Background: an optimization exercise with open tools, aiming at small area and a short achievable clock period. Do not read the settings as production practice. In this exercise RTL edits were held to simulation tests only and were not proved equivalent to the original.

==> flow/design.v (outline; a module is shown in full before it is edited, if it fits) <==
// module bobbin_div: 54 lines
// module bobbin_sqrt_step: 13 lines
// module bobbin_mul: 1605 lines
// module bobbin: 439 lines
// module bobbin_add: 81 lines
module bobbin (
    input  wire        clk,
    input  wire        rst,           
    input  wire        restart,       
    input  wire        snag_release,  
    input  wire [10:0] prog_len,      
    input  wire [23:0] wdog_limit,    
    input  wire [4:0]  self_id,       
    input  wire [31:0] time_ns,       
    input  wire [14:0] ev_in,         
    input  wire        tick_us,       
    output wire [9:0]  imem_addr,
    input  wire [31:0] imem_data,
    output wire [11:0] dmem_addr,
    output wire        dmem_re,
    output wire [3:0]  dmem_we,
    output wire [31:0] dmem_wdata,
    input  wire [31:0] dmem_rdata,
    output wire [6:0]  port_addr,
    output wire        port_re,
    output wire        port_we,
    output wire [31:0] port_wdata,
    input  wire [31:0] port_rdata,
    output wire [2:0]  state,
    output wire [1:0]  snag_code
);
  // ...
==> flow/flow/run.sh <==
#!/bin/bash
# Own flow: the standard layout (standard.sh) unchanged, except that
#  - the port buffers that the standard flow inserts on every input and
#    output are buf_4 cells instead of the default delay buffer.
# The synthesis is the standard one. Each make run's full output goes to a
# log file in this folder; the tools' own logs stay under orfs/logs/.
set -euo pipefail
bash standard.sh synth > log_1_synth.txt 2>&1
bash standard.sh SETUP_SLACK_MARGIN=9 "BUFFER_PORTS_ARGS=-buffer_cell sky130_fd_sc_hd__buf_4" finish > log_2_layout.txt 2>&1
==> flow/standard.sh <==
#!/bin/bash
# synth_recipe.tcl (not shown) runs the flow's synth.tcl, then flattens the netlist and writes it again
# the make line also repeats each setting of config.mk as NAME=value (left out here)
make -C /OpenROAD-flow-scripts/flow DESIGN_CONFIG=/design/flow/config.mk WORK_HOME=/design/flow/orfs CLKGATE_MAP_FILE= SYNTH_SCRIPT=/design/flow/synth_recipe.tcl "${@:-finish}"
==> flow/config.mk <==
export PLATFORM = sky130hd
export DESIGN_NAME = bobbin
export DESIGN_NICKNAME = bobbin
export VERILOG_FILES = /design/flow/design.v
export SDC_FILE = /design/flow/constraint.sdc
export NUM_CORES = 4
export LEC_CHECK = 0
export ABC_AREA = 1
export CAP_MARGIN = 20
export CORE_MARGIN = 2
export CORE_UTILIZATION = 30
export PLACE_DENSITY = 0.45
export SLEW_MARGIN = 20
export TNS_END_PERCENT = 3
==> flow/constraint.sdc <==
create_clock -name core_clock -period 22.0 [get_ports {clk}]
set_input_delay 4.4000 -clock core_clock [delete_from_list [all_inputs] [get_ports {clk}]]
set_output_delay 4.4000 -clock core_clock [all_outputs]
set_load 0.01 [all_outputs]
==> flow_metrics.tcl, run 1 <==
set metrics [dict create \
    antenna_left 0 \
    synth_commonest_cells "2099 x nand2_1, 1459 x inv_1, 964 x o21ai_0" \
    cp.arrival_ns 9.38 \
    ctsRootBufferMaster "clkbuf_16" \
    setup.worst_path.class "input pin to primary output" \
    design.final.nets 13804 \
    fmax_ghz 0.07259 \
    cap_viol_max_count 0 \
    async_reset_ff_share_pct 0 \
    firstDrtPassIters 9 \
    grt_pass1_wl_um 780900 \
    post_synth.cell_area_avg_sq_um 7.387 \
    r2r_slack_ns 9.08 \
    synth_enable_flop_cells 544 \
    crit_path_max_incr_delay_ns 0.46 \
    n_antenna_cell 33 \
    cts_num_sinks 719 \
    synth-compound-area-share_pct 20.62 \
    non_clock_buffer_count 1151 \
    clock_tree.buffer_depth 3 \
    run_status "timing/DRC/antenna clean" \
    tapcell.inserted 3939 \
    routed_wire_length_per_instance_um 35.37 \
]
==> run 2, diff against run 1 <==
--- a/flow/flow/run.sh
+++ b/flow/flow/run.sh
@@ -6,4 +6,4 @@
 # log file in this folder; the tools' own logs stay under orfs/logs/.
 set -euo pipefail
 bash standard.sh synth > log_1_synth.txt 2>&1
-bash standard.sh SETUP_SLACK_MARGIN=9 "BUFFER_PORTS_ARGS=-buffer_cell sky130_fd_sc_hd__buf_4" finish > log_2_layout.txt 2>&1
+bash standard.sh SETUP_SLACK_MARGIN=8 "BUFFER_PORTS_ARGS=-buffer_cell sky130_fd_sc_hd__buf_4" finish > log_2_layout.txt 2>&1
--- a/flow/config.mk
+++ b/flow/config.mk
@@ -11,4 +11,4 @@
 export CORE_UTILIZATION = 30
 export PLACE_DENSITY = 0.45
 export SLEW_MARGIN = 20
-export TNS_END_PERCENT = 3
+export TNS_END_PERCENT = 2
==> flow_metrics.tcl, run 2 <==
set metrics [dict create \
    run_status "timing/DRC/antenna clean" \
    cts_num_sinks 719 \
    count_of_cell_types_in_the_netlist 76 \
    drt_drc_violations_left 0 \
    post-route-min-period_ns 14.07 \
    mostFrequentLayoutCells "1979 x nand2_1, 1384 x inv_1, 933 x o21ai_0" \
    number_of_synthesis_warnings 9 \
    report.final.setup_viol 0 \
    finalWeightedCongestion 1.066 \
    timing.critical_path.from_type "input pin" \
    ys.flop_type "edfxtp_1" \
    grt_pass1_wl_um 770100 \
    ys_ff_latch 719 \
    initial_core_util_pct 30.18 \
    number_of_instances_in_the_synthesized_netlist 12145 \
    synthMostInstantiatedCell "nand2_1" \
    largest_register "regs" \
    synth_commonest_cells "2099 x nand2_1, 1459 x inv_1, 964 x o21ai_0" \
    antenna_left 0 \
    fin_tns_setup_ns 0 \
    worstSkewPairLatency_ns 0.80 \
    cts_tree "yes" \
    yosys-top-cells-area "edfxtp_1 18%, fa_1 13%, nand2_1 8.8%" \
    total_cts_buffers 90 \
    worst_path_max_delay_cell "fa_1" \
    detailedRoute.firstIterationViolations 13770 \
    largest_register_ff_count 512 \
    core.rowCount 200 \
    synth_top_cell_area_share_pct 18.21 \
    buffer_ports.inserted 292 \
    ctsHtreeMaxLevel 3 \
    grt_setup_unrepaired "yes" \
    area_growth_syn_to_layout_pct 20.05 \
    timing.final.hold_violations 0 \
    firstDrtPassIters 9 \
    grt_pass1_vias 92848 \
    grt_antenna_before_repair 52 \
    instances_no_fill 16444 \
    setup.worst_path.class "input pin to flip-flop" \
    hold_class "flip-flop to flip-flop" \
    rr_worst_depth 54 \
    totalWireLength_um 578100 \
    period_share_pct 63.96 \
    post_synth.cell_area_avg_sq_um 7.387 \
    maximum_number_of_pins_on_one_net_before_global_route_repair 80 \
    coreArea_sq_um 297300 \
    routed-via-count 99539 \
    cap_viol_max_count 0 \
    cts.reportedPaths.clkPinSlew_ns 0.06 \
    post_drt_via_cell_ratio 6.053 \
    final_layout_size_suffix_gt1_share_pct 14.31 \
    crit_path_max_incr_delay_ns 0.55 \
    maxSlewViolCount 0 \
    ctsRootBufferMaster "clkbuf_16" \
    dp_hpwl_um 393900 \
    fp.dieH_um 550.9 \
    design.final.nets 13688 \
    ioPinCount 293 \
    async_reset_ff_share_pct 0 \
    timing.critical_path.to_type "flip-flop" \
    floorplan.die.width_um 550.9 \
    clock_tree.buffer_depth 3 \
    post_cts_hold_buffer_count 0 \
    cp.arrival_ns 14.70 \
    timing.critical_path.fanout_max 19 \
    placed_cells 15863 \
    min_path_cells 2 \
    post-synth-top-area-cell "edfxtp_1" \
    worst-slew-pin-transition_ns 1.252 \
    fp.dieArea_sq_um 303500 \
    fmax_ghz 0.07106 \
    yosysSeqAreaShare_pct 22.11 \
    finClkSkew_ns 0.1054 \
    most_common_cell_after_layout_fill_and_taps_aside "nand2_1" \
    worst-endpoint-required_ns 22.63 \
    routed_wire_length_per_instance_um 35.16 \
    syn_area_sq_um 89720 \
    worst_slew_margin_rel_pct 15.75 \
    grt_use_total_pct 36.25 \
    synth_enable_flop_cells 544 \
    global_route.overflow_total 0 \
]
==> run 2: cell count changes in the layout (fill, tap and decap cells not counted), moves of 30 or more <==
cell,delta
o22ai_1,+61
buf_12,-58
nand3_1,+48
o22ai_2,-44
nand3_2,-33
a21oi_1,+59
nand2_1,+30
inv_1,+41
nor3_1,+40
nor3_2,-34
a21oi_2,-57
==> run 2: logic make-up after synthesis <==
group / Yosys count / synth area share (%)
AO/OA/AOI/OAI: 3136 / 20.62
XOR/XNOR: 663 / 6.480
adder cells (fa/ha/maj): 1097 / 20.26
buffers and inverters: 2435 / 10.91
flip-flops: 719 / 22.11
multiplexers: 7 / 0.08786
other: 1 / 0.004180
AND/OR/NAND/NOR: 4087 / 19.52
==> run 2: path summary, 6_finish.rpt <==
path	start	end	slack [ns]
min	u_div.quo_q[19]	u_div.quo_q[21]	0.47
max reg2reg	u_div.dvs_q[2]	regs[8][24]	8.88
min reg2reg	u_div.quo_q[19]	u_div.quo_q[21]	0.47
max	imem_data[15]	regs[13][0]	7.93
==> run 2: critical path: cells and delay by family <==
family,cells,cell delay [ns]
AND/OR/NAND/NOR,15,1.70
buffers and inverters,19,3.44
AO/OA/AOI/OAI,10,1.71
XOR/XNOR,1,0.20
adder cells (fa/ha/maj),7,3.15
==> run 2: area by class of cell <==
| cell class | count | area [sq um] |
|---|---|---|
| diodes | 28 | 70.07 |
| clock buffers | 129 | 2469 |
| clock inverters | 37 | 441.7 |
| fillers | 31372 | 189600 |
| inverters | 1509 | 6030 |
| multi-input cells | 9031 | 62790 |
| flip-flops and latches | 719 | 19840 |
| well taps | 3939 | 4928 |
| repair buffers | 1043 | 11060 |
| repair inverters | 9 | 83.83 |
==> run 2: timing repair <==
| item | 4_1_cts | 5_1_grt |
|---|---|---|
| endpoints found under the setup margin | 528 | 518 |
| cloned | 39 | 33 |
| setup buffers | 144 | 169 |
| resized for setup | 565 | 372 |
| pin swaps | 65 | 95 |
==> run 2: layer usage <==
metal  track usage [%]  share of wire (%)  vias up
met3             10.76                 12     1662
met4             26.26                8.7       14
met1             45.62                 38    49040
met5                 0              0.016        -
met2             52.56                 41     7009
li1                  -                  -    41814
==> run 2: through the flow <==
stage	util (%)	area (sq um)	hold slack [ns]	setup slack [ns]
final	36.23	107700	0.4710	7.928
after CTS	34.93	103800	0.4543	7.913
after global placement	32.38	96250	0.4638	3.109
after detailed placement	32.38	96250	0.4662	3.227
after global routing	36.22	107700	0.4947	7.770
after floorplan	-	89840	0.4394	8.041
==> run 3, diff against run 2 <==
--- a/flow/flow/run.sh
+++ b/flow/flow/run.sh
@@ -6,4 +6,4 @@
 # log file in this folder; the tools' own logs stay under orfs/logs/.
 set -euo pipefail
 bash standard.sh synth > log_1_synth.txt 2>&1
-bash standard.sh SETUP_SLACK_MARGIN=8 "BUFFER_PORTS_ARGS=-buffer_cell sky130_fd_sc_hd__buf_4" finish > log_2_layout.txt 2>&1
+bash standard.sh SETUP_SLACK_MARGIN=7 "BUFFER_PORTS_ARGS=-buffer_cell sky130_fd_sc_hd__buf_4" finish > log_2_layout.txt 2>&1
==> flow_metrics.tcl, run 3 <==
set metrics [dict create \
    fin_tns_setup_ns 0 \
    grt_antenna_before_repair 58 \
    timing.critical_path.to_type "primary output" \
    postPlaceCellArea_sq_um 96200 \
    count_of_cell_types_in_the_netlist 76 \
    postLayoutCoreUtil_pct 34.77 \
    initial_core_util_pct 30.18 \
    post-synth-top-area-cell "edfxtp_1" \
    timing.critical_path.from_type "input pin" \
    ys.flop_type "edfxtp_1" \
    seq_area_sq_um 19840 \
    fp.dieArea_sq_um 303500 \
    yosys-top-cells-area "edfxtp_1 18%, fa_1 13%, nand2_1 8.8%" \
    synth_commonest_cells "2099 x nand2_1, 1459 x inv_1, 964 x o21ai_0" \
    holdCritStartpoint "pend_q[0]" \
    run_status "timing/DRC/antenna clean" \
    routed-via-count 98192 \
    drt_drc_violations_left 0 \
    timing.final.hold_violations 0 \
    most_common_cell_after_layout_fill_and_taps_aside "nand2_1" \
    rr_startpoint "u_div.dvs_q[0]" \
    hold_class "flip-flop to flip-flop" \
    ioPinCount 293 \
    fmax_ghz 0.06741 \
    worst-slew-pin-transition_ns 1.200 \
    synth_top_cell_area_share_pct 18.21 \
    report.final.setup_viol 0 \
    worst_path_dominant_cell_family "simple AND/OR/NAND/NOR gates" \
    core.rowCount 200 \
    worstSkewPairLatency_ns 0.79 \
    total_cts_buffers 90 \
    antenna_left 0 \
    worst_setup_margin_ns 7.166 \
    routed_wire_length_per_instance_um 34.37 \
    dp_slack_ns 3.196 \
    clock_tree.buffer_depth 3 \
    firstDrtPassIters 7 \
    largest_register_ff_count 512 \
    cts_num_sinks 719 \
    ctsRootBufferMaster "clkbuf_16" \
    finClkSkew_ns 0.06728 \
    dp_hpwl_um 389000 \
    finalWeightedCongestion 1.056 \
    stdcell_area_sq_um 103400 \
    mostFrequentLayoutCells "2030 x nand2_1, 1411 x inv_1, 942 x o21ai_0" \
    worstSetupStartpoint "imem_data[18]" \
    fp.dieH_um 550.9 \
    grt_pass1_wl_um 752100 \
    final_layout_size_suffix_gt1_share_pct 11.33 \
    crit_path_max_incr_delay_ns 0.47 \
    worst-endpoint-required_ns 17.60 \
    synth_enable_flop_cells 544 \
    ys_ff_latch 719 \
    post_synth.cell_area_avg_sq_um 7.387 \
    worst_slew_margin_rel_pct 20.02 \
    number_of_instances_in_the_synthesized_netlist 12145 \
    area_growth_syn_to_layout_pct 15.19 \
    async_reset_ff_share_pct 0 \
    largest_register "regs" \
    coreArea_sq_um 297300 \
    setup.worst_path.class "input pin to primary output" \
    timing.critical_path.fanout_max 34 \
    period_share_pct 67.43 \
    synthMostInstantiatedCell "nand2_1" \
    post-route-min-period_ns 14.83 \
    yosysSeqAreaShare_pct 22.11 \
    floorplan.die.width_um 550.9 \
    syn_area_sq_um 89720 \
    cap_viol_max_count 0 \
    maximum_number_of_pins_on_one_net_before_global_route_repair 66 \
    maxSlewViolCount 0 \
    global_route.overflow_total 0 \
    crit_top_cell "nand2_1" \
    post_drt_via_cell_ratio 6.051 \
    detailedRoute.firstIterationViolations 14329 \
    multiInputGateArea_sq_um 61690 \
    grt_pass1_vias 92492 \
    ctsHtreeMaxLevel 3 \
    buffer_ports.inserted 292 \
    totalWireLength_um 557800 \
    design.final.nets 13469 \
    cts_tree "yes" \
    worst_path_max_delay_cell "nor2_1" \
    grt_setup_unrepaired "no" \
    number_of_synthesis_warnings 9 \
    cp.arrival_ns 10.43 \
    fillers 31570 \
    post_cts_hold_buffer_count 0 \
    cts.reportedPaths.clkPinSlew_ns 0.07 \
    grt_use_total_pct 35.18 \
    crit_buf_inv 8 \
]
-- run 3: cell counts after synthesis --
No cell type changed its count.
-- run 3: logic make-up (layout without fill, tap and decap cells) --
| family | count (synthesis) | count (layout) | synth area share (%) |
|---|---|---|---|
| buffers and inverters | 2435 | 2505 | 10.91 |
| adder cells (fa/ha/maj) | 1097 | 1097 | 20.26 |
| AND/OR/NAND/NOR | 4087 | 4096 | 19.52 |
| multiplexers | 7 | 7 | 0.08786 |
| AO/OA/AOI/OAI | 3136 | 3137 | 20.62 |
| flip-flops | 719 | 719 | 22.11 |
| XOR/XNOR | 663 | 663 | 6.480 |
| other | 1 | 65 | 0.004180 |
-- run 3: final cells by class --
cell class	count	share of cell area (%)
timing repair inverter	4	0.03148
inverter	1509	5.707
multi-input combinational	9032	59.69
sequential	719	19.20
clock inverter	52	0.5218
tap	3939	4.769
clock buffer	112	2.298
timing repair buffer	828	7.707
antenna	33	0.07990
-- run 3: repair_timing --
item	4_1_cts	5_1_grt
pin swaps	23	27
resized for setup	286	250
cloned	20	21
setup buffers	58	74
setup endpoints to repair	522	517
-- run 3: worst paths after layout --
check | endpoint | slack (ns) | cells past startpoint
setup reg to reg | regs[2][4] | 9.02 | 55
setup / recovery | dmem_re | 7.17 | 27
hold reg to reg | pend_q[0] | 0.48 | 2
hold / removal | pend_q[0] | 0.48 | 2
-- run 3: per-layer routing --
layer | vias up | track usage [%] | part of all wire [%]
li1 | 41399 | - | -
met1 | 48230 | 45.14 | 39
met2 | 6917 | 51.15 | 41
met3 | 1614 | 9.714 | 12
met4 | 32 | 24.04 | 8.1
met5 | - | 0 | 0.041
-- run 3: tightest hold or removal path: cells and delay by family (launching register included) --
kind | cells | cell delay (ns)
AOI/OAI and AO/OA | 2 | 0.13
DFF | 1 | 0.31
-- run 3: through the flow --
stage	cells	hold slack [ns]
after detailed placement	15858	0.4662
after global placement	15856	0.4655
after global routing	16206	0.4965
after CTS	16100	0.4753
after floorplan	12176	0.4394
final	16228	0.4770

[afterwards: timing with drivers on the ports]
Ports are ideal in the flow. The routed layouts listed here were re-timed in OpenROAD.
Step 1 assumes that a clkbuf_16 drives the clock port and a buf_2 every other input.
Step 2 adds t to the input delays and takes it off the output delays; t is the mean of the earliest and latest rising clock arrival at the registers after step 1. Input paths then give back, and output paths get back, about the clock's delay inside the block.
a / b / c = no drivers / after step 1 / after step 2; a / b = the first two.
run | t (ns) | setup slack, ns | hold slack, ns
run 1 | 0.859 | 8.225 / 7.996 / 7.337 | 0.476 / 0.476 / 0.476
run 2 | 0.853 | 7.928 / 7.719 / 6.928 | 0.471 / 0.471 / 0.471
run 3 | 0.859 | 7.166 / 6.977 / 6.297 | 0.477 / 0.477 / 0.477
After both steps every run listed still meets setup and hold. The setup slack of run 2, which loses most, moves by -0.209 ns with the drivers and by -1.000 ns with both steps.
